What follows belongs to an exercise in optimizing a design on an open flow for small area and a short achievable clock period; a production flow would make more cautious choices. In this exercise RTL edits were held to simulation tests only and were not proved equivalent to the original.

==> design.v <==
function automatic [6:0] gf_mul(input [6:0] a, input [6:0] b);
    reg [6:0] acc;
    reg [6:0] sh;
    integer i;
    begin
        acc = 7'd0;
        sh  = a;
        for (i = 0; i < 7; i = i + 1) begin
            if (b[i])
                acc = acc ^ sh;
            sh = {sh[5:0], 1'b0} ^ (sh[6] ? 7'b0001001 : 7'b0000000);
        end
        gf_mul = acc;
    end
endfunction
localparam [128*7-1:0] INV3 = {
    7'h0d, 7'h74, 7'h30, 7'h3c, 7'h68, 7'h1b, 7'h76, 7'h0f,
    7'h54, 7'h7e, 7'h4a, 7'h3f, 7'h06, 7'h29, 7'h43, 7'h23,
    7'h66, 7'h2a, 7'h14, 7'h09, 7'h3b, 7'h61, 7'h37, 7'h4d,
    7'h4e, 7'h6c, 7'h69, 7'h59, 7'h2b, 7'h5e, 7'h70, 7'h39,
    7'h34, 7'h6b, 7'h1d, 7'h45, 7'h71, 7'h25, 7'h5c, 7'h7d,
    7'h6a, 7'h22, 7'h27, 7'h19, 7'h46, 7'h4b, 7'h10, 7'h5f,
    7'h36, 7'h72, 7'h6d, 7'h32, 7'h0e, 7'h62, 7'h16, 7'h79,
    7'h6f, 7'h3d, 7'h49, 7'h08, 7'h1c, 7'h20, 7'h1a, 7'h5b,
    7'h1f, 7'h7b, 7'h51, 7'h78, 7'h4f, 7'h63, 7'h5a, 7'h0a,
    7'h42, 7'h48, 7'h3e, 7'h4c, 7'h56, 7'h65, 7'h5d, 7'h53,
    7'h6e, 7'h0c, 7'h3a, 7'h57, 7'h02, 7'h41, 7'h7c, 7'h55,
    7'h2f, 7'h0b, 7'h26, 7'h77, 7'h73, 7'h40, 7'h12, 7'h75,
    7'h67, 7'h7f, 7'h2e, 7'h50, 7'h64, 7'h44, 7'h1e, 7'h35,
    7'h60, 7'h15, 7'h2c, 7'h05, 7'h58, 7'h07, 7'h24, 7'h17,
    7'h47, 7'h2d, 7'h04, 7'h33, 7'h21, 7'h28, 7'h38, 7'h31,
    7'h7a, 7'h03, 7'h52, 7'h13, 7'h18, 7'h11, 7'h01, 7'h00
};
function automatic [6:0] gf_inv3(input [6:0] a);
    begin
        gf_inv3 = INV3[7*a +: 7];
    end
endfunction
localparam [127:0] VALID = 128'h341efc53e5ef0f6366edbbb9ab551f7e;
function automatic gf_valid(input [6:0] a);
    begin
        gf_valid = VALID[a];
    end
endfunction
function automatic [6:0] gf_halftrace(input [6:0] c);
    begin
        gf_halftrace[0] = 1'b0;
        gf_halftrace[1] = c[2] ^ c[3] ^ c[4] ^ c[6];
        gf_halftrace[2] = c[3] ^ c[4] ^ c[6];
        gf_halftrace[3] = c[5] ^ c[6];
        gf_halftrace[4] = c[1] ^ c[2] ^ c[4];
        gf_halftrace[5] = c[3] ^ c[5] ^ c[6];
        gf_halftrace[6] = c[3] ^ c[6];
    end
endfunction
function automatic gf_trace(input [6:0] c);
    begin
        gf_trace = c[0];
    end
endfunction
module dec79_enc (
    input  wire [63:0] data,
    output wire [78:0] word
);
    assign word[63:0] = data;
    wire x0, x1, x2, x3, x4, x5, x6, x7, x8, x9, x10, x11, x12, x13, x14, x15, x16, x17, x18, x19, x20, x21, x22, x23, x24, x25, x26, x27, x28, x29, x30, x31, x32, x33, x34, x35, x36, x37, x38, x39, x40, x41, x42, x43, x44, x45, x46, x47, x48, x49, x50, x51, x52, x53, x54, x55, x56, x57, x58, x59, x60, x61, x62, x63, x64, x65, x66, x67, x68, x69, x70, x71, x72, x73, x74, x75, x76, x77, x78, x79, x80, x81, x82, x83, x84, x85, x86, x87, x88, x89, x90, x91, x92, x93, x94, x95, x96, x97, x98, x99, x100, x101, x102, x103, x104, x105, x106, x107, x108, x109, x110, x111, x112, x113, x114, x115, x116, x117, x118, x119, x120, x121, x122, x123, x124, x125, x126, x127, x128, x129, x130, x131, x132, x133, x134, x135, x136, x137, x138, x139, x140, x141, x142, x143, x144, x145, x146, x147, x148, x149, x150, x151, x152, x153, x154, x155, x156, x157, x158, x159, x160, x161, x162, x163, x164, x165, x166, x167, x168, x169, x170, x171, x172, x173, x174, x175, x176, x177, x178, x179, x180, x181, x182, x183, x184, x185, x186, x187, x188, x189, x190, x191, x192, x193, x194, x195, x196, x197, x198, x199, x200, x201, x202, x203, x204, x205, x206, x207, x208, x209, x210, x211, x212, x213, x214, x215, x216, x217, x218, x219, x220, x221, x222, x223, x224;
    assign x0 = data[27] ^ data[43];
    assign x1 = data[3] ^ data[14];
    assign x2 = data[30] ^ data[47];
    assign x3 = data[22] ^ data[23];
    assign x4 = data[13] ^ data[46];
    assign x5 = data[25] ^ data[26];
    assign x6 = data[0] ^ data[17];
    assign x7 = data[31] ^ data[50];
    assign x8 = data[37] ^ data[62];
    assign x9 = data[4] ^ data[32];
    assign x10 = data[38] ^ data[63];
    assign x11 = data[2] ^ data[24];
    assign x12 = data[5] ^ data[33];
    assign x13 = data[9] ^ data[29];
    assign x14 = data[18] ^ data[44];
    assign x15 = data[6] ^ data[61];
    assign x16 = data[1] ^ data[54];
    assign x17 = data[58] ^ x0;
    assign x18 = data[60] ^ x12;
    assign x19 = x2 ^ x5;
    assign x20 = data[56] ^ x1;
    assign x21 = data[11] ^ data[57];
    assign x22 = data[12] ^ data[45];
    assign x23 = data[10] ^ data[48];
    assign x24 = data[28] ^ data[42];
    assign x25 = data[39] ^ x3;
    assign x26 = data[40] ^ x11;
    assign x27 = data[49] ^ x8;
    assign x28 = data[53] ^ x7;
    assign x29 = x6 ^ x13;
    assign x30 = data[41] ^ x4;
    assign x31 = data[7] ^ data[35];
    assign x32 = data[20] ^ data[59];
    assign x33 = data[55] ^ x21;
    assign x34 = x9 ^ x24;
    assign x35 = data[19] ^ x15;
    assign x36 = data[21] ^ x10;
    assign x37 = x22 ^ x23;
    assign x38 = x17 ^ x18;
    assign x39 = x20 ^ x25;
    assign x40 = x14 ^ x19;
    assign x41 = data[8] ^ data[52];
    assign x42 = data[34] ^ data[59];
    assign x43 = data[61] ^ x16;
    assign x44 = data[16] ^ x32;
    assign x45 = x30 ^ x33;
    assign x46 = data[15] ^ x26;
    assign x47 = data[51] ^ x29;
    assign x48 = data[55] ^ x39;
    assign x49 = data[29] ^ x38;
    assign x50 = data[5] ^ data[36];
    assign x51 = data[14] ^ data[39];
    assign x52 = data[7] ^ data[36];
    assign x53 = data[31] ^ data[51];
    assign x54 = data[1] ^ data[4];
    assign x55 = data[13] ^ data[47];
    assign x56 = data[12] ^ data[44];
    assign x57 = data[10] ^ data[23];
    assign x58 = data[11] ^ data[63];
    assign x59 = data[34] ^ data[41];
    assign x60 = data[30] ^ data[45];
    assign x61 = data[15] ^ data[48];
    assign x62 = data[38] ^ x31;
    assign x63 = data[24] ^ x9;
    assign x64 = x0 ^ x61;
    assign x65 = x7 ^ x59;
    assign x66 = data[22] ^ x4;
    assign x67 = x11 ^ x15;
    assign x68 = data[50] ^ x14;
    assign x69 = data[0] ^ x3;
    assign x70 = data[28] ^ x42;
    assign x71 = x50 ^ x58;
    assign x72 = x41 ^ x55;
    assign x73 = data[53] ^ x51;
    assign x74 = data[25] ^ x10;
    assign x75 = x31 ^ x53;
    assign x76 = data[17] ^ x34;
    assign x77 = x27 ^ x28;
    assign x78 = x16 ^ x36;
    assign x79 = data[2] ^ x37;
    assign x80 = x17 ^ x35;
    assign x81 = data[8] ^ x35;
    assign x82 = x44 ^ x56;
    assign x83 = x28 ^ x34;
    assign x84 = x30 ^ x63;
    assign x85 = data[43] ^ x29;
    assign x86 = data[40] ^ x43;
    assign x87 = x45 ^ x46;
    assign x88 = x8 ^ x40;
    assign x89 = data[62] ^ x40;
    assign x90 = data[52] ^ x47;
    assign x91 = data[32] ^ x49;
    assign x92 = data[37] ^ data[57];
    assign x93 = x12 ^ x60;
    assign x94 = x92 ^ x64;
    assign x95 = x66 ^ x68;
    assign x96 = x70 ^ x73;
    assign x97 = x93 ^ x47;
    assign x98 = x81 ^ x94;
    assign x99 = x95 ^ x96;
    assign x100 = x97 ^ x98;
    assign x101 = x99 ^ x100;
    assign x102 = data[57] ^ x6;
    assign x103 = x23 ^ x25;
    assign x104 = x44 ^ x62;
    assign x105 = x72 ^ x102;
    assign x106 = x38 ^ x77;
    assign x107 = x86 ^ x103;
    assign x108 = x104 ^ x105;
    assign x109 = x106 ^ x107;
    assign x110 = x108 ^ x109;
    assign x111 = data[19] ^ data[36];
    assign x112 = x60 ^ x111;
    assign x113 = x27 ^ x69;
    assign x114 = x112 ^ x78;
    assign x115 = x113 ^ x87;
    assign x116 = x114 ^ x91;
    assign x117 = x115 ^ x116;
    assign x118 = data[1] ^ data[33];
    assign x119 = data[37] ^ data[46];
    assign x120 = data[58] ^ x2;
    assign x121 = x24 ^ x118;
    assign x122 = x119 ^ x65;
    assign x123 = x67 ^ x74;
    assign x124 = x120 ^ x121;
    assign x125 = x82 ^ x122;
    assign x126 = x123 ^ x124;
    assign x127 = x48 ^ x125;
    assign x128 = x126 ^ x127;
    assign x129 = data[9] ^ data[21];
    assign x130 = data[27] ^ data[46];
    assign x131 = x129 ^ x130;
    assign x132 = x18 ^ x20;
    assign x133 = x26 ^ x62;
    assign x134 = x69 ^ x131;
    assign x135 = x81 ^ x83;
    assign x136 = x132 ^ x133;
    assign x137 = x134 ^ x88;
    assign x138 = x135 ^ x136;
    assign x139 = x137 ^ x138;
    assign x140 = x1 ^ x6;
    assign x141 = x10 ^ x16;
    assign x142 = x32 ^ x52;
    assign x143 = x57 ^ x28;
    assign x144 = x140 ^ x141;
    assign x145 = x142 ^ x84;
    assign x146 = x143 ^ x144;
    assign x147 = x88 ^ x145;
    assign x148 = x146 ^ x147;
    assign x149 = data[44] ^ data[60];
    assign x150 = x42 ^ x149;
    assign x151 = x19 ^ x33;
    assign x152 = x66 ^ x67;
    assign x153 = x150 ^ x78;
    assign x154 = x83 ^ x85;
    assign x155 = x151 ^ x152;
    assign x156 = x153 ^ x154;
    assign x157 = x155 ^ x156;
    assign x158 = x43 ^ x75;
    assign x159 = x79 ^ x158;
    assign x160 = x48 ^ x89;
    assign x161 = x159 ^ x91;
    assign x162 = x160 ^ x161;
    assign x163 = data[18] ^ data[26];
    assign x164 = data[43] ^ x9;
    assign x165 = x163 ^ x26;
    assign x166 = x71 ^ x164;
    assign x167 = x77 ^ x165;
    assign x168 = x166 ^ x48;
    assign x169 = x90 ^ x167;
    assign x170 = x168 ^ x169;
    assign x171 = x41 ^ x37;
    assign x172 = x70 ^ x74;
    assign x173 = x39 ^ x84;
    assign x174 = x85 ^ x86;
    assign x175 = x171 ^ x172;
    assign x176 = x173 ^ x174;
    assign x177 = x175 ^ x176;
    assign x178 = data[35] ^ data[42];
    assign x179 = data[49] ^ x13;
    assign x180 = x54 ^ x57;
    assign x181 = x178 ^ x18;
    assign x182 = x73 ^ x179;
    assign x183 = x180 ^ x181;
    assign x184 = x182 ^ x87;
    assign x185 = x89 ^ x183;
    assign x186 = x184 ^ x185;
    assign x187 = data[16] ^ data[42];
    assign x188 = data[54] ^ x187;
    assign x189 = x19 ^ x20;
    assign x190 = x37 ^ x65;
    assign x191 = x71 ^ x188;
    assign x192 = x46 ^ x80;
    assign x193 = x189 ^ x190;
    assign x194 = x191 ^ x192;
    assign x195 = x193 ^ x194;
    assign x196 = data[3] ^ data[6];
    assign x197 = x5 ^ x196;
    assign x198 = x27 ^ x64;
    assign x199 = x75 ^ x197;
    assign x200 = x45 ^ x76;
    assign x201 = x82 ^ x198;
    assign x202 = x199 ^ x200;
    assign x203 = x201 ^ x202;
    assign x204 = data[14] ^ data[16];
    assign x205 = data[26] ^ data[49];
    assign x206 = data[56] ^ x22;
    assign x207 = x52 ^ x204;
    assign x208 = x205 ^ x36;
    assign x209 = x68 ^ x72;
    assign x210 = x206 ^ x207;
    assign x211 = x76 ^ x208;
    assign x212 = x209 ^ x210;
    assign x213 = x49 ^ x211;
    assign x214 = x212 ^ x213;
    assign x215 = data[7] ^ data[20];
    assign x216 = data[33] ^ x1;
    assign x217 = x21 ^ x54;
    assign x218 = x215 ^ x27;
    assign x219 = x36 ^ x216;
    assign x220 = x217 ^ x79;
    assign x221 = x80 ^ x218;
    assign x222 = x219 ^ x90;
    assign x223 = x220 ^ x221;
    assign x224 = x222 ^ x223;
    assign word[64] = x101;
    assign word[65] = x110;
    assign word[66] = x117;
    assign word[67] = x128;
    assign word[68] = x139;
    assign word[69] = x148;
    assign word[70] = x157;
    assign word[71] = x162;
    assign word[72] = x170;
    assign word[73] = x177;
    assign word[74] = x186;
    assign word[75] = x195;
    assign word[76] = x203;
    assign word[77] = x214;
    assign word[78] = x224;
endmodule
module dec79_syn (
    input  wire [78:0] word,
    output wire [6:0]  s1,
    output wire [6:0]  s3,
    output wire        par
);
    wire y0, y1, y2, y3, y4, y5, y6, y7, y8, y9, y10, y11, y12, y13, y14, y15, y16, y17, y18, y19, y20, y21, y22, y23, y24, y25, y26, y27, y28, y29, y30, y31, y32, y33, y34, y35, y36, y37, y38, y39, y40, y41, y42, y43, y44, y45, y46, y47, y48, y49, y50, y51, y52, y53, y54, y55, y56, y57, y58, y59, y60, y61, y62, y63, y64, y65, y66, y67, y68, y69, y70, y71, y72, y73, y74, y75, y76, y77, y78, y79, y80, y81, y82, y83, y84, y85, y86, y87, y88, y89, y90, y91, y92, y93, y94, y95, y96, y97, y98, y99, y100, y101, y102, y103, y104, y105, y106, y107, y108, y109, y110, y111, y112, y113, y114, y115, y116, y117, y118, y119, y120, y121, y122, y123, y124, y125, y126, y127, y128, y129, y130, y131, y132, y133, y134, y135, y136, y137, y138, y139, y140, y141, y142, y143, y144, y145, y146, y147, y148, y149, y150, y151, y152, y153, y154, y155, y156, y157, y158, y159, y160, y161, y162, y163, y164, y165, y166, y167, y168, y169, y170, y171, y172, y173, y174, y175, y176, y177, y178, y179, y180, y181, y182, y183, y184, y185, y186, y187, y188, y189, y190, y191, y192, y193, y194, y195, y196, y197, y198, y199, y200, y201, y202, y203, y204, y205, y206, y207, y208, y209, y210, y211, y212, y213, y214, y215, y216, y217, y218, y219, y220, y221, y222, y223, y224, y225, y226, y227, y228, y229, y230, y231, y232, y233, y234, y235, y236, y237, y238, y239, y240, y241, y242, y243, y244, y245, y246, y247, y248, y249, y250, y251, y252, y253, y254, y255, y256, y257, y258;
    assign y0 = word[10] ^ word[61];
    assign y1 = word[44] ^ word[58];
    assign y2 = word[11] ^ word[62];
    assign y3 = word[19] ^ word[47];
    assign y4 = word[46] ^ word[60];
    assign y5 = word[13] ^ word[42];
    assign y6 = word[9] ^ word[36];
    assign y7 = word[24] ^ word[37];
    assign y8 = word[5] ^ word[53];
    assign y9 = word[45] ^ word[59];
    assign y10 = word[16] ^ word[23];
    assign y11 = word[41] ^ y1;
    assign y12 = word[25] ^ word[72];
    assign y13 = word[12] ^ word[38];
    assign y14 = word[14] ^ word[43];
    assign y15 = word[6] ^ word[54];
    assign y16 = word[3] ^ word[26];
    assign y17 = word[7] ^ word[55];
    assign y18 = word[18] ^ y0;
    assign y19 = word[73] ^ y3;
    assign y20 = word[35] ^ y10;
    assign y21 = word[1] ^ y7;
    assign y22 = y2 ^ y9;
    assign y23 = word[71] ^ y6;
    assign y24 = word[32] ^ word[57];
    assign y25 = word[34] ^ word[39];
    assign y26 = word[17] ^ word[63];
    assign y27 = word[15] ^ word[22];
    assign y28 = word[4] ^ word[52];
    assign y29 = y5 ^ y24;
    assign y30 = word[28] ^ y13;
    assign y31 = word[2] ^ y12;
    assign y32 = word[31] ^ y11;
    assign y33 = word[48] ^ y19;
    assign y34 = word[33] ^ word[56];
    assign y35 = word[20] ^ word[74];
    assign y36 = word[40] ^ word[77];
    assign y37 = word[8] ^ word[27];
    assign y38 = y4 ^ y8;
    assign y39 = y15 ^ y28;
    assign y40 = y16 ^ y17;
    assign y41 = word[29] ^ y25;
    assign y42 = word[75] ^ y23;
    assign y43 = word[0] ^ y20;
    assign y44 = y21 ^ y26;
    assign y45 = word[21] ^ y14;
    assign y46 = word[49] ^ y35;
    assign y47 = word[76] ^ y27;
    assign y48 = y18 ^ y31;
    assign y49 = word[51] ^ y30;
    assign y50 = word[30] ^ y38;
    assign y51 = y22 ^ y37;
    assign y52 = word[38] ^ word[50];
    assign y53 = word[70] ^ y36;
    assign y54 = word[68] ^ y29;
    assign y55 = word[69] ^ y40;
    assign y56 = y39 ^ y41;
    assign y57 = word[67] ^ y46;
    assign y58 = y34 ^ y49;
    assign y59 = y42 ^ y44;
    assign y60 = y32 ^ y53;
    assign y61 = y43 ^ y50;
    assign y62 = y33 ^ y48;
    assign y63 = word[0] ^ word[32];
    assign y64 = word[27] ^ word[52];
    assign y65 = word[36] ^ word[56];
    assign y66 = word[41] ^ word[64];
    assign y67 = word[3] ^ word[51];
    assign y68 = word[25] ^ word[63];
    assign y69 = word[2] ^ word[43];
    assign y70 = word[47] ^ word[62];
    assign y71 = word[33] ^ word[61];
    assign y72 = word[50] ^ word[65];
    assign y73 = y4 ^ y64;
    assign y74 = y0 ^ y8;
    assign y75 = word[37] ^ y52;
    assign y76 = word[26] ^ y5;
    assign y77 = word[24] ^ y16;
    assign y78 = word[12] ^ y27;
    assign y79 = word[57] ^ y2;
    assign y80 = word[76] ^ y34;
    assign y81 = word[9] ^ y68;
    assign y82 = y14 ^ y66;
    assign y83 = y36 ^ y47;
    assign y84 = y23 ^ y39;
    assign y85 = word[4] ^ y21;
    assign y86 = y18 ^ y69;
    assign y87 = y31 ^ y45;
    assign y88 = word[69] ^ y22;
    assign y89 = word[11] ^ y11;
    assign y90 = word[66] ^ y47;
    assign y91 = word[39] ^ y74;
    assign y92 = y29 ^ y40;
    assign y93 = word[77] ^ y41;
    assign y94 = word[60] ^ y56;
    assign y95 = y33 ^ y93;
    assign y96 = y15 ^ y44;
    assign y97 = y75 ^ y86;
    assign y98 = y42 ^ y57;
    assign y99 = word[40] ^ y51;
    assign y100 = y55 ^ y89;
    assign y101 = word[5] ^ y87;
    assign y102 = y43 ^ y65;
    assign y103 = y51 ^ y90;
    assign y104 = y32 ^ y91;
    assign y105 = y58 ^ y62;
    assign y106 = y59 ^ y61;
    assign y107 = y54 ^ y60;
    assign y108 = y103 ^ y105;
    assign y109 = word[28] ^ word[48];
    assign y110 = word[61] ^ y17;
    assign y111 = y109 ^ y29;
    assign y112 = y82 ^ y110;
    assign y113 = y111 ^ y112;
    assign y114 = y99 ^ y113;
    assign y115 = y106 ^ y114;
    assign y116 = word[8] ^ word[15];
    assign y117 = word[29] ^ word[42];
    assign y118 = word[49] ^ word[65];
    assign y119 = y4 ^ y6;
    assign y120 = y14 ^ y70;
    assign y121 = y116 ^ y117;
    assign y122 = y118 ^ y30;
    assign y123 = y80 ^ y119;
    assign y124 = y120 ^ y121;
    assign y125 = y32 ^ y48;
    assign y126 = y122 ^ y123;
    assign y127 = y124 ^ y96;
    assign y128 = y125 ^ y126;
    assign y129 = y127 ^ y128;
    assign y130 = word[15] ^ word[16];
    assign y131 = word[30] ^ word[44];
    assign y132 = word[66] ^ y130;
    assign y133 = y131 ^ y22;
    assign y134 = y81 ^ y132;
    assign y135 = y92 ^ y133;
    assign y136 = y134 ^ y95;
    assign y137 = y97 ^ y135;
    assign y138 = y136 ^ y137;
    assign y139 = word[19] ^ word[23];
    assign y140 = word[59] ^ y139;
    assign y141 = y140 ^ y85;
    assign y142 = y92 ^ y58;
    assign y143 = y98 ^ y104;
    assign y144 = y141 ^ y142;
    assign y145 = y143 ^ y144;
    assign y146 = word[10] ^ word[20];
    assign y147 = word[58] ^ word[75];
    assign y148 = y7 ^ y52;
    assign y149 = y146 ^ y147;
    assign y150 = y80 ^ y148;
    assign y151 = y149 ^ y54;
    assign y152 = y150 ^ y94;
    assign y153 = y99 ^ y101;
    assign y154 = y151 ^ y152;
    assign y155 = y153 ^ y154;
    assign y156 = word[6] ^ word[35];
    assign y157 = word[57] ^ word[59];
    assign y158 = word[73] ^ y25;
    assign y159 = y71 ^ y156;
    assign y160 = y157 ^ y45;
    assign y161 = y81 ^ y158;
    assign y162 = y159 ^ y49;
    assign y163 = y50 ^ y83;
    assign y164 = y160 ^ y161;
    assign y165 = y100 ^ y162;
    assign y166 = y163 ^ y164;
    assign y167 = y165 ^ y166;
    assign y168 = word[7] ^ word[74];
    assign y169 = y0 ^ y9;
    assign y170 = y37 ^ y70;
    assign y171 = y168 ^ y76;
    assign y172 = y78 ^ y169;
    assign y173 = y170 ^ y171;
    assign y174 = y172 ^ y60;
    assign y175 = y94 ^ y102;
    assign y176 = y173 ^ y174;
    assign y177 = y175 ^ y176;
    assign y178 = word[17] ^ word[22];
    assign y179 = word[42] ^ word[58];
    assign y180 = y8 ^ y63;
    assign y181 = y71 ^ y178;
    assign y182 = y179 ^ y46;
    assign y183 = y77 ^ y82;
    assign y184 = y180 ^ y181;
    assign y185 = y33 ^ y84;
    assign y186 = y88 ^ y182;
    assign y187 = y183 ^ y184;
    assign y188 = y185 ^ y186;
    assign y189 = y187 ^ y188;
    assign y190 = word[20] ^ word[68];
    assign y191 = word[72] ^ word[77];
    assign y192 = y3 ^ y13;
    assign y193 = y17 ^ y67;
    assign y194 = y190 ^ y191;
    assign y195 = y192 ^ y193;
    assign y196 = y194 ^ y88;
    assign y197 = y195 ^ y96;
    assign y198 = y102 ^ y104;
    assign y199 = y196 ^ y197;
    assign y200 = y198 ^ y199;
    assign y201 = word[13] ^ word[54];
    assign y202 = y10 ^ y26;
    assign y203 = y201 ^ y30;
    assign y204 = y73 ^ y77;
    assign y205 = y79 ^ y202;
    assign y206 = y203 ^ y204;
    assign y207 = y205 ^ y95;
    assign y208 = y98 ^ y101;
    assign y209 = y206 ^ y207;
    assign y210 = y208 ^ y209;
    assign y211 = word[14] ^ word[21];
    assign y212 = word[23] ^ word[34];
    assign y213 = word[45] ^ word[70];
    assign y214 = y12 ^ y63;
    assign y215 = y72 ^ y211;
    assign y216 = y212 ^ y213;
    assign y217 = y18 ^ y19;
    assign y218 = y73 ^ y78;
    assign y219 = y214 ^ y215;
    assign y220 = y216 ^ y217;
    assign y221 = y218 ^ y219;
    assign y222 = y59 ^ y100;
    assign y223 = y220 ^ y221;
    assign y224 = y222 ^ y223;
    assign y225 = word[8] ^ word[21];
    assign y226 = y28 ^ y67;
    assign y227 = y225 ^ y20;
    assign y228 = y38 ^ y226;
    assign y229 = y227 ^ y228;
    assign y230 = y62 ^ y229;
    assign y231 = y107 ^ y230;
    assign y232 = word[19] ^ word[34];
    assign y233 = word[55] ^ word[67];
    assign y234 = word[68] ^ y1;
    assign y235 = y232 ^ y233;
    assign y236 = y79 ^ y234;
    assign y237 = y235 ^ y83;
    assign y238 = y84 ^ y236;
    assign y239 = y61 ^ y97;
    assign y240 = y237 ^ y238;
    assign y241 = y239 ^ y240;
    assign y242 = word[46] ^ word[53];
    assign y243 = word[70] ^ word[71];
    assign y244 = y35 ^ y242;
    assign y245 = y243 ^ y20;
    assign y246 = y76 ^ y244;
    assign y247 = y85 ^ y245;
    assign y248 = y246 ^ y247;
    assign y249 = y248 ^ y108;
    assign y250 = word[64] ^ word[78];
    assign y251 = y72 ^ y250;
    assign y252 = y45 ^ y251;
    assign y253 = y55 ^ y56;
    assign y254 = y57 ^ y252;
    assign y255 = y253 ^ y254;
    assign y256 = y106 ^ y107;
    assign y257 = y255 ^ y108;
    assign y258 = y256 ^ y257;
    assign s1[0] = y115;
    assign s1[1] = y129;
    assign s1[2] = y138;
    assign s1[3] = y145;
    assign s1[4] = y155;
    assign s1[5] = y167;
    assign s1[6] = y177;
    assign s3[0] = y189;
    assign s3[1] = y200;
    assign s3[2] = y210;
    assign s3[3] = y224;
    assign s3[4] = y231;
    assign s3[5] = y241;
    assign s3[6] = y249;
    assign par = y258;
endmodule
module dec79_loc (
    input  wire [6:0] s1,
    input  wire [6:0] cp,          
    input  wire       par,
    input  wire       s1z,         
    input  wire       s3z,         
    output wire [6:0] x1,
    output wire [6:0] x2,
    output wire       ps,          
    output wire       pd,          
    output wire       z            
);
function automatic [6:0] gf_mul(input [6:0] a, input [6:0] b);
    reg [6:0] acc;
    reg [6:0] sh;
    integer i;
    begin
        acc = 7'd0;
        sh  = a;
        for (i = 0; i < 7; i = i + 1) begin
            if (b[i])
                acc = acc ^ sh;
            sh = {sh[5:0], 1'b0} ^ (sh[6] ? 7'b0001001 : 7'b0000000);
        end
        gf_mul = acc;
    end
endfunction
localparam [128*7-1:0] INV3 = {
    7'h0d, 7'h74, 7'h30, 7'h3c, 7'h68, 7'h1b, 7'h76, 7'h0f,
    7'h54, 7'h7e, 7'h4a, 7'h3f, 7'h06, 7'h29, 7'h43, 7'h23,
    7'h66, 7'h2a, 7'h14, 7'h09, 7'h3b, 7'h61, 7'h37, 7'h4d,
    7'h4e, 7'h6c, 7'h69, 7'h59, 7'h2b, 7'h5e, 7'h70, 7'h39,
    7'h34, 7'h6b, 7'h1d, 7'h45, 7'h71, 7'h25, 7'h5c, 7'h7d,
    7'h6a, 7'h22, 7'h27, 7'h19, 7'h46, 7'h4b, 7'h10, 7'h5f,
    7'h36, 7'h72, 7'h6d, 7'h32, 7'h0e, 7'h62, 7'h16, 7'h79,
    7'h6f, 7'h3d, 7'h49, 7'h08, 7'h1c, 7'h20, 7'h1a, 7'h5b,
    7'h1f, 7'h7b, 7'h51, 7'h78, 7'h4f, 7'h63, 7'h5a, 7'h0a,
    7'h42, 7'h48, 7'h3e, 7'h4c, 7'h56, 7'h65, 7'h5d, 7'h53,
    7'h6e, 7'h0c, 7'h3a, 7'h57, 7'h02, 7'h41, 7'h7c, 7'h55,
    7'h2f, 7'h0b, 7'h26, 7'h77, 7'h73, 7'h40, 7'h12, 7'h75,
    7'h67, 7'h7f, 7'h2e, 7'h50, 7'h64, 7'h44, 7'h1e, 7'h35,
    7'h60, 7'h15, 7'h2c, 7'h05, 7'h58, 7'h07, 7'h24, 7'h17,
    7'h47, 7'h2d, 7'h04, 7'h33, 7'h21, 7'h28, 7'h38, 7'h31,
    7'h7a, 7'h03, 7'h52, 7'h13, 7'h18, 7'h11, 7'h01, 7'h00
};
function automatic [6:0] gf_inv3(input [6:0] a);
    begin
        gf_inv3 = INV3[7*a +: 7];
    end
endfunction
localparam [127:0] VALID = 128'h341efc53e5ef0f6366edbbb9ab551f7e;
function automatic gf_valid(input [6:0] a);
    begin
        gf_valid = VALID[a];
    end
endfunction
function automatic [6:0] gf_halftrace(input [6:0] c);
    begin
        gf_halftrace[0] = 1'b0;
        gf_halftrace[1] = c[2] ^ c[3] ^ c[4] ^ c[6];
        gf_halftrace[2] = c[3] ^ c[4] ^ c[6];
        gf_halftrace[3] = c[5] ^ c[6];
        gf_halftrace[4] = c[1] ^ c[2] ^ c[4];
        gf_halftrace[5] = c[3] ^ c[5] ^ c[6];
        gf_halftrace[6] = c[3] ^ c[6];
    end
endfunction
function automatic gf_trace(input [6:0] c);
    begin
        gf_trace = c[0];
    end
endfunction
    wire [6:0] c      = cp ^ 7'd1;
    wire       single = (cp == 7'd1);
    wire       troot  = ~gf_trace(c);
    wire [6:0] y0     = gf_halftrace(c);
    assign x1  = gf_mul(s1, y0);
    assign x2  = x1 ^ s1;
    assign ps  = ~s1z & single;
    assign pd  = ~s1z & ~single & troot & ~par;
    assign z   = s1z & s3z;
endmodule
module dec79_flg (
    input  wire [6:0] x1,
    input  wire [6:0] x2,
    input  wire       ps,
    input  wire       pd,
    input  wire       z,
    input  wire       par,
    output wire       e1,          
    output wire       e2,          
    output wire       f78,         
    output wire [1:0] nfix,
    output wire       uncorr
);
function automatic [6:0] gf_mul(input [6:0] a, input [6:0] b);
    reg [6:0] acc;
    reg [6:0] sh;
    integer i;
    begin
        acc = 7'd0;
        sh  = a;
        for (i = 0; i < 7; i = i + 1) begin
            if (b[i])
                acc = acc ^ sh;
            sh = {sh[5:0], 1'b0} ^ (sh[6] ? 7'b0001001 : 7'b0000000);
        end
        gf_mul = acc;
    end
endfunction
localparam [128*7-1:0] INV3 = {
    7'h0d, 7'h74, 7'h30, 7'h3c, 7'h68, 7'h1b, 7'h76, 7'h0f,
    7'h54, 7'h7e, 7'h4a, 7'h3f, 7'h06, 7'h29, 7'h43, 7'h23,
    7'h66, 7'h2a, 7'h14, 7'h09, 7'h3b, 7'h61, 7'h37, 7'h4d,
    7'h4e, 7'h6c, 7'h69, 7'h59, 7'h2b, 7'h5e, 7'h70, 7'h39,
    7'h34, 7'h6b, 7'h1d, 7'h45, 7'h71, 7'h25, 7'h5c, 7'h7d,
    7'h6a, 7'h22, 7'h27, 7'h19, 7'h46, 7'h4b, 7'h10, 7'h5f,
    7'h36, 7'h72, 7'h6d, 7'h32, 7'h0e, 7'h62, 7'h16, 7'h79,
    7'h6f, 7'h3d, 7'h49, 7'h08, 7'h1c, 7'h20, 7'h1a, 7'h5b,
    7'h1f, 7'h7b, 7'h51, 7'h78, 7'h4f, 7'h63, 7'h5a, 7'h0a,
    7'h42, 7'h48, 7'h3e, 7'h4c, 7'h56, 7'h65, 7'h5d, 7'h53,
    7'h6e, 7'h0c, 7'h3a, 7'h57, 7'h02, 7'h41, 7'h7c, 7'h55,
    7'h2f, 7'h0b, 7'h26, 7'h77, 7'h73, 7'h40, 7'h12, 7'h75,
    7'h67, 7'h7f, 7'h2e, 7'h50, 7'h64, 7'h44, 7'h1e, 7'h35,
    7'h60, 7'h15, 7'h2c, 7'h05, 7'h58, 7'h07, 7'h24, 7'h17,
    7'h47, 7'h2d, 7'h04, 7'h33, 7'h21, 7'h28, 7'h38, 7'h31,
    7'h7a, 7'h03, 7'h52, 7'h13, 7'h18, 7'h11, 7'h01, 7'h00
};
function automatic [6:0] gf_inv3(input [6:0] a);
    begin
        gf_inv3 = INV3[7*a +: 7];
    end
endfunction
localparam [127:0] VALID = 128'h341efc53e5ef0f6366edbbb9ab551f7e;
function automatic gf_valid(input [6:0] a);
    begin
        gf_valid = VALID[a];
    end
endfunction
function automatic [6:0] gf_halftrace(input [6:0] c);
    begin
        gf_halftrace[0] = 1'b0;
        gf_halftrace[1] = c[2] ^ c[3] ^ c[4] ^ c[6];
        gf_halftrace[2] = c[3] ^ c[4] ^ c[6];
        gf_halftrace[3] = c[5] ^ c[6];
        gf_halftrace[4] = c[1] ^ c[2] ^ c[4];
        gf_halftrace[5] = c[3] ^ c[5] ^ c[6];
        gf_halftrace[6] = c[3] ^ c[6];
    end
endfunction
function automatic gf_trace(input [6:0] c);
    begin
        gf_trace = c[0];
    end
endfunction
    wire v1 = gf_valid(x1);
    wire v2 = gf_valid(x2);
    wire es = ps & v2;
    wire ed = pd & v1 & v2;
    wire p78 = z & par;            
    assign e1     = pd & v2;
    assign e2     = ps | (pd & v1);
    assign f78    = p78 | (es & ~par);
    assign nfix   = {ed | (es & ~par), p78 | (es & par)};
    assign uncorr = ~z & ~(es | ed);
endmodule
module dec79_cor (
    input  wire [77:0] word_in,
    input  wire [6:0]  x1,
    input  wire [6:0]  x2,
    input  wire        e1,
    input  wire        e2,
    output wire [77:0] word_out
);
    reg [7:0]  a1, a2;
    reg [15:0] b1, b2;
    integer i;
    always @(*) begin
        for (i = 0; i < 8; i = i + 1) begin
            a1[i] = e1 & (x1[2:0] == i);
            a2[i] = e2 & (x2[2:0] == i);
        end
        for (i = 0; i < 16; i = i + 1) begin
            b1[i] = (x1[6:3] == i);
            b2[i] = (x2[6:3] == i);
        end
    end
    wire [77:0] flip;
    assign flip[0] = (a1[1] & b1[8]) | (a2[1] & b2[8]);
    assign flip[1] = (a1[3] & b1[1]) | (a2[3] & b2[1]);
    assign flip[2] = (a1[6] & b1[2]) | (a2[6] & b2[2]);
    assign flip[3] = (a1[4] & b1[5]) | (a2[4] & b2[5]);
    assign flip[4] = (a1[0] & b1[11]) | (a2[0] & b2[11]);
    assign flip[5] = (a1[1] & b1[7]) | (a2[1] & b2[7]);
    assign flip[6] = (a1[2] & b1[14]) | (a2[2] & b2[14]);
    assign flip[7] = (a1[5] & b1[13]) | (a2[5] & b2[13]);
    assign flip[8] = (a1[3] & b1[10]) | (a2[3] & b2[10]);
    assign flip[9] = (a1[7] & b1[5]) | (a2[7] & b2[5]);
    assign flip[10] = (a1[6] & b1[11]) | (a2[6] & b2[11]);
    assign flip[11] = (a1[5] & b1[6]) | (a2[5] & b2[6]);
    assign flip[12] = (a1[2] & b1[13]) | (a2[2] & b2[13]);
    assign flip[13] = (a1[5] & b1[11]) | (a2[5] & b2[11]);
    assign flip[14] = (a1[3] & b1[6]) | (a2[3] & b2[6]);
    assign flip[15] = (a1[6] & b1[12]) | (a2[6] & b2[12]);
    assign flip[16] = (a1[5] & b1[8]) | (a2[5] & b2[8]);
    assign flip[17] = (a1[3] & b1[0]) | (a2[3] & b2[0]);
    assign flip[18] = (a1[6] & b1[0]) | (a2[6] & b2[0]);
    assign flip[19] = (a1[4] & b1[1]) | (a2[4] & b2[1]);
    assign flip[20] = (a1[0] & b1[3]) | (a2[0] & b2[3]);
    assign flip[21] = (a1[0] & b1[6]) | (a2[0] & b2[6]);
    assign flip[22] = (a1[0] & b1[12]) | (a2[0] & b2[12]);
    assign flip[23] = (a1[1] & b1[9]) | (a2[1] & b2[9]);
    assign flip[24] = (a1[3] & b1[3]) | (a2[3] & b2[3]);
    assign flip[25] = (a1[6] & b1[6]) | (a2[6] & b2[6]);
    assign flip[26] = (a1[4] & b1[13]) | (a2[4] & b2[13]);
    assign flip[27] = (a1[1] & b1[10]) | (a2[1] & b2[10]);
    assign flip[28] = (a1[3] & b1[5]) | (a2[3] & b2[5]);
    assign flip[29] = (a1[6] & b1[10]) | (a2[6] & b2[10]);
    assign flip[30] = (a1[5] & b1[4]) | (a2[5] & b2[4]);
    assign flip[31] = (a1[2] & b1[9]) | (a2[2] & b2[9]);
    assign flip[32] = (a1[5] & b1[3]) | (a2[5] & b2[3]);
    assign flip[33] = (a1[2] & b1[7]) | (a2[2] & b2[7]);
    assign flip[34] = (a1[4] & b1[14]) | (a2[4] & b2[14]);
    assign flip[35] = (a1[1] & b1[12]) | (a2[1] & b2[12]);
    assign flip[36] = (a1[3] & b1[9]) | (a2[3] & b2[9]);
    assign flip[37] = (a1[7] & b1[3]) | (a2[7] & b2[3]);
    assign flip[38] = (a1[6] & b1[7]) | (a2[6] & b2[7]);
    assign flip[39] = (a1[4] & b1[15]) | (a2[4] & b2[15]);
    assign flip[40] = (a1[1] & b1[14]) | (a2[1] & b2[14]);
    assign flip[41] = (a1[3] & b1[13]) | (a2[3] & b2[13]);
    assign flip[42] = (a1[7] & b1[11]) | (a2[7] & b2[11]);
    assign flip[43] = (a1[7] & b1[6]) | (a2[7] & b2[6]);
    assign flip[44] = (a1[6] & b1[13]) | (a2[6] & b2[13]);
    assign flip[45] = (a1[5] & b1[10]) | (a2[5] & b2[10]);
    assign flip[46] = (a1[3] & b1[4]) | (a2[3] & b2[4]);
    assign flip[47] = (a1[6] & b1[8]) | (a2[6] & b2[8]);
    assign flip[48] = (a1[5] & b1[0]) | (a2[5] & b2[0]);
    assign flip[49] = (a1[2] & b1[1]) | (a2[2] & b2[1]);
    assign flip[50] = (a1[4] & b1[2]) | (a2[4] & b2[2]);
    assign flip[51] = (a1[0] & b1[5]) | (a2[0] & b2[5]);
    assign flip[52] = (a1[0] & b1[10]) | (a2[0] & b2[10]);
    assign flip[53] = (a1[1] & b1[5]) | (a2[1] & b2[5]);
    assign flip[54] = (a1[2] & b1[10]) | (a2[2] & b2[10]);
    assign flip[55] = (a1[5] & b1[5]) | (a2[5] & b2[5]);
    assign flip[56] = (a1[2] & b1[11]) | (a2[2] & b2[11]);
    assign flip[57] = (a1[5] & b1[7]) | (a2[5] & b2[7]);
    assign flip[58] = (a1[2] & b1[15]) | (a2[2] & b2[15]);
    assign flip[59] = (a1[5] & b1[15]) | (a2[5] & b2[15]);
    assign flip[60] = (a1[3] & b1[14]) | (a2[3] & b2[14]);
    assign flip[61] = (a1[7] & b1[13]) | (a2[7] & b2[13]);
    assign flip[62] = (a1[7] & b1[10]) | (a2[7] & b2[10]);
    assign flip[63] = (a1[7] & b1[4]) | (a2[7] & b2[4]);
    assign flip[64] = (a1[1] & b1[0]) | (a2[1] & b2[0]);
    assign flip[65] = (a1[2] & b1[0]) | (a2[2] & b2[0]);
    assign flip[66] = (a1[4] & b1[0]) | (a2[4] & b2[0]);
    assign flip[67] = (a1[0] & b1[1]) | (a2[0] & b2[1]);
    assign flip[68] = (a1[0] & b1[2]) | (a2[0] & b2[2]);
    assign flip[69] = (a1[0] & b1[4]) | (a2[0] & b2[4]);
    assign flip[70] = (a1[0] & b1[8]) | (a2[0] & b2[8]);
    assign flip[71] = (a1[1] & b1[1]) | (a2[1] & b2[1]);
    assign flip[72] = (a1[2] & b1[2]) | (a2[2] & b2[2]);
    assign flip[73] = (a1[4] & b1[4]) | (a2[4] & b2[4]);
    assign flip[74] = (a1[0] & b1[9]) | (a2[0] & b2[9]);
    assign flip[75] = (a1[1] & b1[3]) | (a2[1] & b2[3]);
    assign flip[76] = (a1[2] & b1[6]) | (a2[2] & b2[6]);
    assign flip[77] = (a1[4] & b1[12]) | (a2[4] & b2[12]);
    assign word_out = word_in ^ flip;
endmodule
module dec79_codec (
    input  wire        clk,
    input  wire        rst,             
    input  wire        enc_in_valid,
    input  wire [63:0] enc_in_data,
    output wire        enc_out_valid,
    output wire [78:0] enc_out_word,
    input  wire        dec_in_valid,
    input  wire [78:0] dec_in_word,
    output wire        dec_out_valid,
    output wire [78:0] dec_out_word,
    output wire [1:0]  dec_out_nfix,
    output wire        dec_out_uncorr
);
function automatic [6:0] gf_mul(input [6:0] a, input [6:0] b);
    reg [6:0] acc;
    reg [6:0] sh;
    integer i;
    begin
        acc = 7'd0;
        sh  = a;
        for (i = 0; i < 7; i = i + 1) begin
            if (b[i])
                acc = acc ^ sh;
            sh = {sh[5:0], 1'b0} ^ (sh[6] ? 7'b0001001 : 7'b0000000);
        end
        gf_mul = acc;
    end
endfunction
localparam [128*7-1:0] INV3 = {
    7'h0d, 7'h74, 7'h30, 7'h3c, 7'h68, 7'h1b, 7'h76, 7'h0f,
    7'h54, 7'h7e, 7'h4a, 7'h3f, 7'h06, 7'h29, 7'h43, 7'h23,
    7'h66, 7'h2a, 7'h14, 7'h09, 7'h3b, 7'h61, 7'h37, 7'h4d,
    7'h4e, 7'h6c, 7'h69, 7'h59, 7'h2b, 7'h5e, 7'h70, 7'h39,
    7'h34, 7'h6b, 7'h1d, 7'h45, 7'h71, 7'h25, 7'h5c, 7'h7d,
    7'h6a, 7'h22, 7'h27, 7'h19, 7'h46, 7'h4b, 7'h10, 7'h5f,
    7'h36, 7'h72, 7'h6d, 7'h32, 7'h0e, 7'h62, 7'h16, 7'h79,
    7'h6f, 7'h3d, 7'h49, 7'h08, 7'h1c, 7'h20, 7'h1a, 7'h5b,
    7'h1f, 7'h7b, 7'h51, 7'h78, 7'h4f, 7'h63, 7'h5a, 7'h0a,
    7'h42, 7'h48, 7'h3e, 7'h4c, 7'h56, 7'h65, 7'h5d, 7'h53,
    7'h6e, 7'h0c, 7'h3a, 7'h57, 7'h02, 7'h41, 7'h7c, 7'h55,
    7'h2f, 7'h0b, 7'h26, 7'h77, 7'h73, 7'h40, 7'h12, 7'h75,
    7'h67, 7'h7f, 7'h2e, 7'h50, 7'h64, 7'h44, 7'h1e, 7'h35,
    7'h60, 7'h15, 7'h2c, 7'h05, 7'h58, 7'h07, 7'h24, 7'h17,
    7'h47, 7'h2d, 7'h04, 7'h33, 7'h21, 7'h28, 7'h38, 7'h31,
    7'h7a, 7'h03, 7'h52, 7'h13, 7'h18, 7'h11, 7'h01, 7'h00
};
function automatic [6:0] gf_inv3(input [6:0] a);
    begin
        gf_inv3 = INV3[7*a +: 7];
    end
endfunction
localparam [127:0] VALID = 128'h341efc53e5ef0f6366edbbb9ab551f7e;
function automatic gf_valid(input [6:0] a);
    begin
        gf_valid = VALID[a];
    end
endfunction
function automatic [6:0] gf_halftrace(input [6:0] c);
    begin
        gf_halftrace[0] = 1'b0;
        gf_halftrace[1] = c[2] ^ c[3] ^ c[4] ^ c[6];
        gf_halftrace[2] = c[3] ^ c[4] ^ c[6];
        gf_halftrace[3] = c[5] ^ c[6];
        gf_halftrace[4] = c[1] ^ c[2] ^ c[4];
        gf_halftrace[5] = c[3] ^ c[5] ^ c[6];
        gf_halftrace[6] = c[3] ^ c[6];
    end
endfunction
function automatic gf_trace(input [6:0] c);
    begin
        gf_trace = c[0];
    end
endfunction
    reg [1:0] enc_v;
    reg [2:0] dec_v;
    always @(posedge clk) begin
        if (rst) begin
            enc_v <= 2'd0;
            dec_v <= 3'd0;
        end else begin
            enc_v <= {enc_v, enc_in_valid};
            dec_v <= {dec_v, dec_in_valid};
        end
    end
    assign enc_out_valid = enc_v[1];
    assign dec_out_valid = dec_v[2];
    reg [63:0] enc_d_r0;
    always @(posedge clk) enc_d_r0 <= enc_in_data;
    wire [78:0] enc_word;
    dec79_enc u_enc (.data(enc_d_r0), .word(enc_word));
    reg [78:0] enc_w_r;
    always @(posedge clk) enc_w_r <= enc_word;
    assign enc_out_word = enc_w_r;
    reg  [78:0] word_r0;
    always @(posedge clk) begin
        word_r0 <= dec_in_word;
    end
    wire [6:0] s1, s3;
    wire       par;
    dec79_syn u_syn (.word(word_r0), .s1(s1), .s3(s3), .par(par));
    wire [6:0] q = gf_inv3(s1);
    wire [6:0] cp  = gf_mul(s3, q);
    wire       s1z = (s1 == 7'd0);
    wire       s3z = (s3 == 7'd0);
    reg  [78:0] word_r1;
    reg  [6:0] s1_r1;
    reg        par_r1;
    reg  [6:0] cp_r1;
    reg        s1z_r1;
    reg        s3z_r1;
    always @(posedge clk) begin
        word_r1 <= word_r0;
        s1_r1 <= s1;
        par_r1 <= par;
        cp_r1 <= cp;
        s1z_r1 <= s1z;
        s3z_r1 <= s3z;
    end
    wire [6:0] x1, x2;
    wire       ps, pd, z;
    dec79_loc u_loc (.s1(s1_r1), .cp(cp_r1), .par(par_r1),
                     .s1z(s1z_r1), .s3z(s3z_r1), .x1(x1), .x2(x2),
                     .ps(ps), .pd(pd), .z(z));
    wire       e1, e2, f78, uncorr;
    wire [1:0] nfix;
    dec79_flg u_flg (.x1(x1), .x2(x2), .ps(ps), .pd(pd),
                     .z(z), .par(par_r1), .e1(e1), .e2(e2), .f78(f78),
                     .nfix(nfix), .uncorr(uncorr));
    wire [78:0] wflg = {word_r1[78] ^ f78, word_r1[77:0]};
    wire [77:0] wcor;
    dec79_cor u_cor (.word_in(wflg[77:0]), .x1(x1), .x2(x2),
                     .e1(e1), .e2(e2), .word_out(wcor));
    wire [78:0] wout = {wflg[78], wcor};
    reg  [78:0] wout_r2;
    reg  [1:0] nfix_r2;
    reg        uncorr_r2;
    always @(posedge clk) begin
        wout_r2 <= wout;
        nfix_r2 <= nfix;
        uncorr_r2 <= uncorr;
    end
    assign dec_out_word   = wout_r2;
    assign dec_out_nfix   = nfix_r2;
    assign dec_out_uncorr = uncorr_r2;
endmodule
==> flow/run.sh <==
#!/bin/bash
MARGIN=16.5
W=$PWD
{
  echo "proc abc {args} { set i [lsearch -exact \$args -script]; if {\$i >= 0} { lset args [expr {\$i + 1}] $W/flow/abc.script }; yosys abc {*}\$args }"
  cat synth_recipe.tcl
} > own_synth.tcl
export BUFFER_PORTS_ARGS="-buffer_cell sky130_fd_sc_hd__buf_1"
sed -e "s/SETUP_SLACK_MARGIN=[-0-9.]*/SETUP_SLACK_MARGIN=$MARGIN/" \
    -e "s#SYNTH_SCRIPT=[^ ]*#SYNTH_SCRIPT=$W/own_synth.tcl#" standard.sh > own_standard.sh
bash own_standard.sh > standard.log 2>&1
==> flow/abc.script <==
strash
dch
map -a
mfs
map -a
topo
==> standard.sh <==
#!/bin/bash
# synth_recipe.tcl (not shown) runs the flow's synth.tcl, then flattens the netlist and writes it again
# the make line also repeats each setting of config.mk as NAME=value (left out here)
make -C /OpenROAD-flow-scripts/flow DESIGN_CONFIG=/design/flow/config.mk WORK_HOME=/design/flow/orfs CLKGATE_MAP_FILE= SYNTH_SCRIPT=/design/flow/synth_recipe.tcl "${@:-finish}"
==> config.mk <==
export PLATFORM = sky130hd
export DESIGN_NAME = dec79_codec
export DESIGN_NICKNAME = dec79_codec
export VERILOG_FILES = /design/flow/design.v
export SDC_FILE = /design/flow/constraint.sdc
export NUM_CORES = 4
export LEC_CHECK = 0
export CAP_MARGIN = 20
export CORE_MARGIN = 2
export CORE_UTILIZATION = 60
export CTS_CLUSTER_DIAMETER = 120
export CTS_CLUSTER_SIZE = 24
export PLACE_DENSITY = 0.75
export SETUP_SLACK_MARGIN = 0.4
export SLEW_MARGIN = 20
==> constraint.sdc <==
create_clock -name core_clock -period 22.0 [get_ports {clk}]
set_input_delay 4.4000 -clock core_clock [delete_from_list [all_inputs] [get_ports {clk}]]
set_output_delay 4.4000 -clock core_clock [all_outputs]
set_load 0.01 [all_outputs]
==> impl_metrics.csv, run 1 <==
group,metric,value,unit
die,pin_count,310,
logic_synthesis,synth_edf_count,0,
logic_synthesis,syn_area,0.01723,mm2
worst_setup_path,crit_chain,"buf_1",
logic_synthesis,synth_cell_types,30,
clock_network,htreeDepth,1,
logic_synthesis,async_flop_share,0,
sta,slew_violations,0,
route,vias_per_cell,5.492,
sta,tns,0,ns
sta,rsz0062_at_grt,"false",
logic_synthesis,synthCells,1749,
finish,num-fill-cells,2269,
grt,grt_pass1_vias,13400,
route,drcViolationCount,0,
logic_synthesis,synth_seq_cells,405,
sta,tightest_slew,0.9948,ns
die,rows,62,
sta,fmax,0.1828,GHz
finish,final_cells,2478,
clock_network,hold_buffers,0,
sta,setup_viol,0,
hold_path,hold_path.class,"reg2reg",
logic_synthesis,synthFlopType,"dfxtp_1",
clock_network,ctsRootBufferMaster,"clkbuf_16",
worst_setup_path,cp.required,17.60,ns
route,drt-initial-drc-count,1523,
worst_setup_path,slowest_stage,"dfxtp_1",
die,core-area,0.02847,mm2
logic_synthesis,syn-num-nets,1919,
sta,slew_headroom,0.3320,
die,dieArea,0.03009,mm2
worst_setup_path,max_stage_delay,0.32,ns
grt,grt_pass1_wl,78.76,mm
clock_network,worstSkewPairLatency,0.54,ns
logic_synthesis,synthTopCellsByCount,"dfxtp_1 (405), xor2_1 (389), xnor2_1 (257)",
grt,grt_use_total,0.3401,
grt,grt_overflow_total,0,
logic_synthesis,yosysMostFrequentCell,"dfxtp_1",
clock_network,cts_tree,"yes",
sta,finalHoldViolations,0,
worst_setup_path,worstSetupPathType,"reg2out",
worst_setup_path,worstSetupPathDepth,1,
sta,skew,0.01253,ns
sta,post-route-period-util,0.2487,
logic_synthesis,yosys.area.top_type,"dfxtp_1",
placed_design,gp_congestion,0.9970,
placed_design,io_buffers,309,
route,antenna_left,0,
route,post_drt_wl_per_cell,21.36,um
finish,fin_nets,2263,
hold_path,hold_depth,0,
clock_network,cts_max_path_buffers,3,
grt,antenna_found_initial,1,
die,die_height,173.5,um
logic_synthesis,ys_top_cells_by_area,"dfxtp_1 (47%), xor2_1 (20%), xnor2_1 (13%), nand2_1 (3.8%), o22ai_1 (2.9%)",
die,die_w,173.5,um
worst_setup_path,cp.arrival,1.07,ns
flow_run,cap_violations,0,
logic_synthesis,seq_area_frac_synth,0.4706,
hold_path,hp-start,"word_r0[78]",
worst_setup_path,endpoint_kind,"primary output",
route,dr.pass1.iters,7,
worst_setup_path,reg2reg_from,"cp_r1[6]",
worst_setup_path,crit_start,"enc_w_r[55]",
finish,layout-drive-gt1-share,0.06498,
finish,final_cell_area,0.01990,mm2
route,wl,52.93,mm
clock_network,clk_pin_slew_worst_paths,0.10,ns
worst_setup_path,critPathLaunchType,"flop",
placed_design,placed_cell_area,0.01892,mm2
die,initial_utilization,0.6052,
logic_synthesis,yosys.area.top_type_share,0.4706,
sta,fin_ws,16.53,ns
worst_setup_path,crit_fanout,1,
worst_setup_path,crit_buf_inv,1,
placed_design,post-place-ws,15.82,ns
sta,fin_crit,5.471,ns
outcome,status,"timing/DRC/antenna clean",
finish,syn_to_final_growth,15.47,%
grt,grt_max_degree,46,
clock_network,cts_sinks,405,
worst_setup_path,cp_top_family,"flip-flops",
placed_design,dpl.hpwl,41.19,mm
route,num_vias,13610,
clock_network,cts_buffers,20,
logic_synthesis,yosys_warnings,4,
worst_setup_path,r2r_cells,22,
logic_synthesis,avgSynthCellArea,9.852,um2
placed_design,dp_cells,2448,
==> worst paths after layout <==
path                                          to  slack (ns)
worst max-delay path            enc_out_word[55]       16.53
worst min-delay path                 word_r1[78]        0.37
worst max register to register       wout_r2[30]       16.73
worst min register to register       word_r1[78]        0.37
==> state kept, by name (all words and copies together), names as in the netlist <==
signal and flops:
par_r1 1, enc_d_r0 64, uncorr_r2 1, s1z_r1 1
s1_r1 7, wout_r2 79, word_r1 79, enc_w_r 79
dec_v 3, s3z_r1 1, cp_r1 7, nfix_r2 2
word_r0 79, enc_v 2
==> metal layers <==
layer | track usage | up-vias | routed length, um
met5 | 0 | - | 13
met2 | 0.5948 | 804 | 25580
met3 | 0.05285 | 166 | 4306
li1 | - | 6352 | -
met1 | 0.4272 | 6284 | 20720
met4 | 0.1186 | 2 | 2303
==> placed cells by master, fill, tap and decap left out, types with 8 or more instances in the layout <==
cell       count
nand2_1      166
dfxtp_2        8
buf_4         14
dfxtp_1      396
a31oi_1        9
xor2_2         8
clkinv_1      87
buf_1        294
nand3_1       25
clkbuf_16     21
a21oi_1       32
o211ai_1      13
xnor2_2       11
xnor2_1      246
nor2_1       113
nor2_2         8
ha_1          23
xor2_1       381
o22ai_1       81
nand3_2       12
o21ai_0       48
==> cells by family after synthesis <==
| kind of cell | share of synthesized area |
|---|---|
| XOR/XNOR | 0.3284 |
| AND/OR/NAND/NOR | 0.08445 |
| AO/OA/AOI/OAI | 0.07944 |
| flip-flops | 0.4706 |
| adder cells (fa/ha/maj) | 0.01670 |
| buffers and inverters | 0.02048 |
==> layout make-up <==
cell class                 count  area [um2]  share of cell area
timing repair buffer         322        1294             0.06503
inverter                      94       372.9             0.01874
clock buffer                  21       525.5             0.02641
clock inverter                 1       5.005           0.0002516
sequential                   405        8122              0.4082
tap                          384       480.5             0.02415
multi-input combinational   1250        9094              0.4571
antenna                        1       2.502           0.0001258
==> per-stage QoR <==
stage / hold WS (ns) / utilization
3_3_place_gp: 0.3566 / 0.6647
2_1_floorplan: 0.3380 / -
6_report: 0.3724 / 0.6988
5_1_grt: 0.3789 / 0.6987
4_1_cts: 0.3770 / 0.6889
3_5_place_dp: 0.3637 / 0.6647
==> repair_timing <==
item,in CTS,in global routing
endpoints found under the setup margin,95,93
hold endpoints to repair,0,0
buffers inserted,0,7
pin swaps,0,4
gates cloned,0,0
gates resized for setup,50,50
==> run 2: changes to the inputs <==
==> flow/abc.script (replaced) <==
strash
dc2
dch
map -a
mfs
map -a
topo
==> run 2 against run 1 <==
Effect of this change:
- still clean on timing, DRC and antenna
- critical path depth unchanged
- setup slack worse by 0.016 ns
- wire length increased by 1.2%
- worst hold slack improved by 0.015 ns
- register-to-register slack better by 0.07 ns
- utilization up 0.23 points
- die area fell by 0.27%
- sequential share of layout area grew 0.53 points
==> impl_metrics.csv, run 2 <==
group,metric,value,unit
route,drt-initial-drc-count,1578,
logic_synthesis,yosysMostFrequentCell,"dfxtp_1",
logic_synthesis,synth-simple-area-share,0.08541,
route,post_drt_wl_per_cell,21.77,um
logic_synthesis,synth_seq_cells,405,
logic_synthesis,syn-num-nets,1904,
finish,final_cell_mix,"dfxtp_1 (397), xor2_1 (373), buf_1 (289), xnor2_1 (270), nand2_1 (183)",
worst_setup_path,slowest_stage,"dfxtp_2",
finish,layout_commonest_cell,"dfxtp_1",
worst_setup_path,cp.arrival,1.09,ns
clock_network,cts_buffers,20,
finish,multi_input_area,0.008884,mm2
grt,grt_use_total,0.3452,
die,initial_utilization,0.6134,
worst_setup_path,critPathLaunchType,"flop",
logic_synthesis,synth.area.mux_share,0,
hold_path,hold_path.class,"reg2reg",
finish,seq_area,0.008120,mm2
die,dieArea,0.03001,mm2
placed_design,gp_congestion,1.071,
sta,fin_crit,5.486,ns
sta,finalHoldViolations,0,
worst_setup_path,max_stage_delay,0.38,ns
sta,tightest_slew,0.7475,ns
logic_synthesis,synthCells,1734,
placed_design,dpl.hpwl,42.71,mm
route,drcViolationCount,0,
logic_synthesis,synthFlopType,"dfxtp_1",
sta,fin_ws,16.51,ns
grt,grt_pass1_wl,79.12,mm
sta,tns,0,ns
logic_synthesis,seq_area_frac_synth,0.4719,
clock_network,cts_sinks,405,
grt,antenna_found_initial,7,
worst_setup_path,endpoint_kind,"primary output",
finish,layout-drive-gt1-share,0.04957,
worst_setup_path,crit_fanout,1,
sta,slew_violations,0,
finish,fin_nets,2248,
logic_synthesis,avgSynthCellArea,9.909,um2
logic_synthesis,ys_top_cells_by_area,"dfxtp_1 (47%), xor2_1 (19%), xnor2_1 (14%), nand2_1 (4.0%), o22ai_1 (2.9%)",
worst_setup_path,worstSetupPathDepth,1,
worst_setup_path,worstSetupPathType,"reg2out",
placed_design,io_buffers,309,
logic_synthesis,yosys.area.top_type,"dfxtp_1",
finish,num-fill-cells,2211,
clock_network,cts_max_path_buffers,3,
hold_path,hold_depth,0,
logic_synthesis,synth-xor-area-share,0.3308,
placed_design,post-place-ws,16.53,ns
die,core-area,0.02801,mm2
finish,syn_to_final_growth,14.29,%
route,wl,53.55,mm
worst_setup_path,cp.required,17.60,ns
worst_setup_path,crit_buf_inv,1,
sta,fmax,0.1823,GHz
die,die_height,173.2,um
sta,rsz0062_at_grt,"false",
clock_network,cts_tree,"yes",
outcome,status,"timing/DRC/antenna clean",
logic_synthesis,yosys.area_share.adder,0.01675,
logic_synthesis,syn_area,0.01718,mm2
die,die_w,173.2,um
sta,setup_viol,0,
route,vias_per_cell,5.500,
logic_synthesis,synth_edf_count,0,
clock_network,htreeDepth,1,
clock_network,clk_pin_slew_worst_paths,0.10,ns
clock_network,worstSkewPairLatency,0.56,ns
sta,slew_headroom,0.4986,
route,num_vias,13530,
grt,grt_overflow_total,0,
worst_setup_path,r2r_cells,21,
grt,grt_pass1_vias,13540,
logic_synthesis,synth_cell_types,33,
flow_run,cap_violations,0,
worst_setup_path,crit_chain,"buf_4",
logic_synthesis,yosys.area.top_type_share,0.4719,
route,dr.pass1.iters,7,
clock_network,hold_buffers,0,
route,antenna_left,0,
worst_setup_path,cp_top_family,"flip-flops",
logic_synthesis,yosys_warnings,4,
logic_synthesis,synth-compound-area-share,0.07617,
sta,post-route-period-util,0.2494,
logic_synthesis,synthTopCellsByCount,"dfxtp_1 (405), xor2_1 (377), xnor2_1 (272)",
grt,grt_max_degree,38,
die,pin_count,310,
clock_network,ctsRootBufferMaster,"clkbuf_16",
logic_synthesis,synth_top_family_by_area,"XOR/XNOR gates",
logic_synthesis,async_flop_share,0,
die,rows,61,
sta,skew,0.02378,ns
## run 2: changes by cell type after synthesis, sizes merged, moves of 4 or more
cell,delta
a31oi,-4
nor2,-18
o311ai,+5
nand2,+11
xnor2,+15
clkinv,-7
xor2,-12
o21ai,-4
nand4,+5
## run 2: logic make-up after synthesis
group / Yosys count
flip-flops: 405
adder cells (fa/ha/maj): 23
buffers and inverters: 87
AND/OR/NAND/NOR: 360
AO/OA/AOI/OAI: 210
XOR/XNOR: 649
## run 2: layout make-up
class                      count  share of cell area
multi-input combinational   1242              0.4524
sequential                   405              0.4135
timing repair buffer         321             0.06537
clock buffer                  20             0.02549
tap                          378             0.02408
inverter                      87             0.01733
clock inverter                 2            0.001083
antenna                        4           0.0005097
timing repair inverter         1           0.0002549
## run 2: worst reg2reg max path, stage by stage, from the launching register on
cell and delay (ns):
dfxtp_1 0.40, nor2_1 0.07, nor2_1 0.35, xor2_2 0.33, nand2_1 0.11, xor2_1 0.17
xor2_1 0.22, nor2_1 0.09, nor2_2 0.48, clkinvlp_4 0.44, nor2_1 0.21, nor2_2 0.11
nor2_1 0.12, clkinv_1 0.15, a32oi_1 0.22, o21ai_0 0.10, a22oi_1 0.17, nand2_1 0.18
nor2_4 0.29, nand3_2 0.31, o22ai_1 0.41, xor2_1 0.22
## run 2: final timing paths
path	endpoint	startpoint	slack (ns)
hold reg to reg	word_r1[18]	word_r0[18]	0.39
hold / removal	word_r1[18]	word_r0[18]	0.39
setup / recovery	dec_out_word[73]	wout_r2[73]	16.51
setup reg to reg	wout_r2[26]	cp_r1[6]	16.80
## run 2: layer usage
layer | wire length (um) | track usage
met5 | 37 | 0
met4 | 2703 | 0.1568
met3 | 4365 | 0.07018
met2 | 25680 | 0.5950
met1 | 20760 | 0.4162
## run 2: repair_timing
action | in CTS | in global routing
hold endpoints to repair | 0 | 0
gates cloned | 0 | 1
setup buffers | 0 | 5
gates resized for setup | 20 | 42
pin swaps | 0 | 2
setup endpoints to repair | 18 | 97
## run 2: through the flow
stage                     area, um2  hold slack (ns)  cells    util
after global placement        18870           0.3707   2428  0.6737
final                         19640           0.3871   2460  0.7011
after global routing          19630           0.3946   2457  0.7008
after CTS                     19420           0.3932   2450  0.6933
after floorplan               17190           0.3489   1734       -
after detailed placement      18870           0.3802   2428  0.6737

-- separate check: timing with driven ports --
The flow's constraints put no driver on any port. The routed layouts listed below were extracted and timed again, unchanged, in two steps.
Step 1 (the two cells are an assumption about what drives the block):
set clk [get_ports {clk}]
set_driving_cell -lib_cell sky130_fd_sc_hd__clkbuf_16 $clk
set_driving_cell -lib_cell sky130_fd_sc_hd__buf_2 [delete_from_list [all_inputs] $clk]
Step 2 adds t to the input delays and takes it off the output delays; t is the mean of the earliest and latest rising clock arrival at the registers after step 1. Input paths then give back, and output paths get back, about the clock's delay inside the block.
Three values: no drivers, after step 1, after step 2; two values: the first two.
| run | t (ns) | setup WS [ns] | worst hold slack (ns) | worst setup path at the end | clock arrival spread, ns |
|---|---|---|---|---|---|
| run 1 | 0.585 | 16.529 / 16.476 / 16.731 | 0.372 / 0.372 / 0.372 | register to register | 0.015 / 0.015 |
| run 2 | 0.595 | 16.513 / 16.462 / 16.796 | 0.387 / 0.387 / 0.387 | register to register | 0.026 / 0.027 |
After both steps every run listed still meets setup and hold.
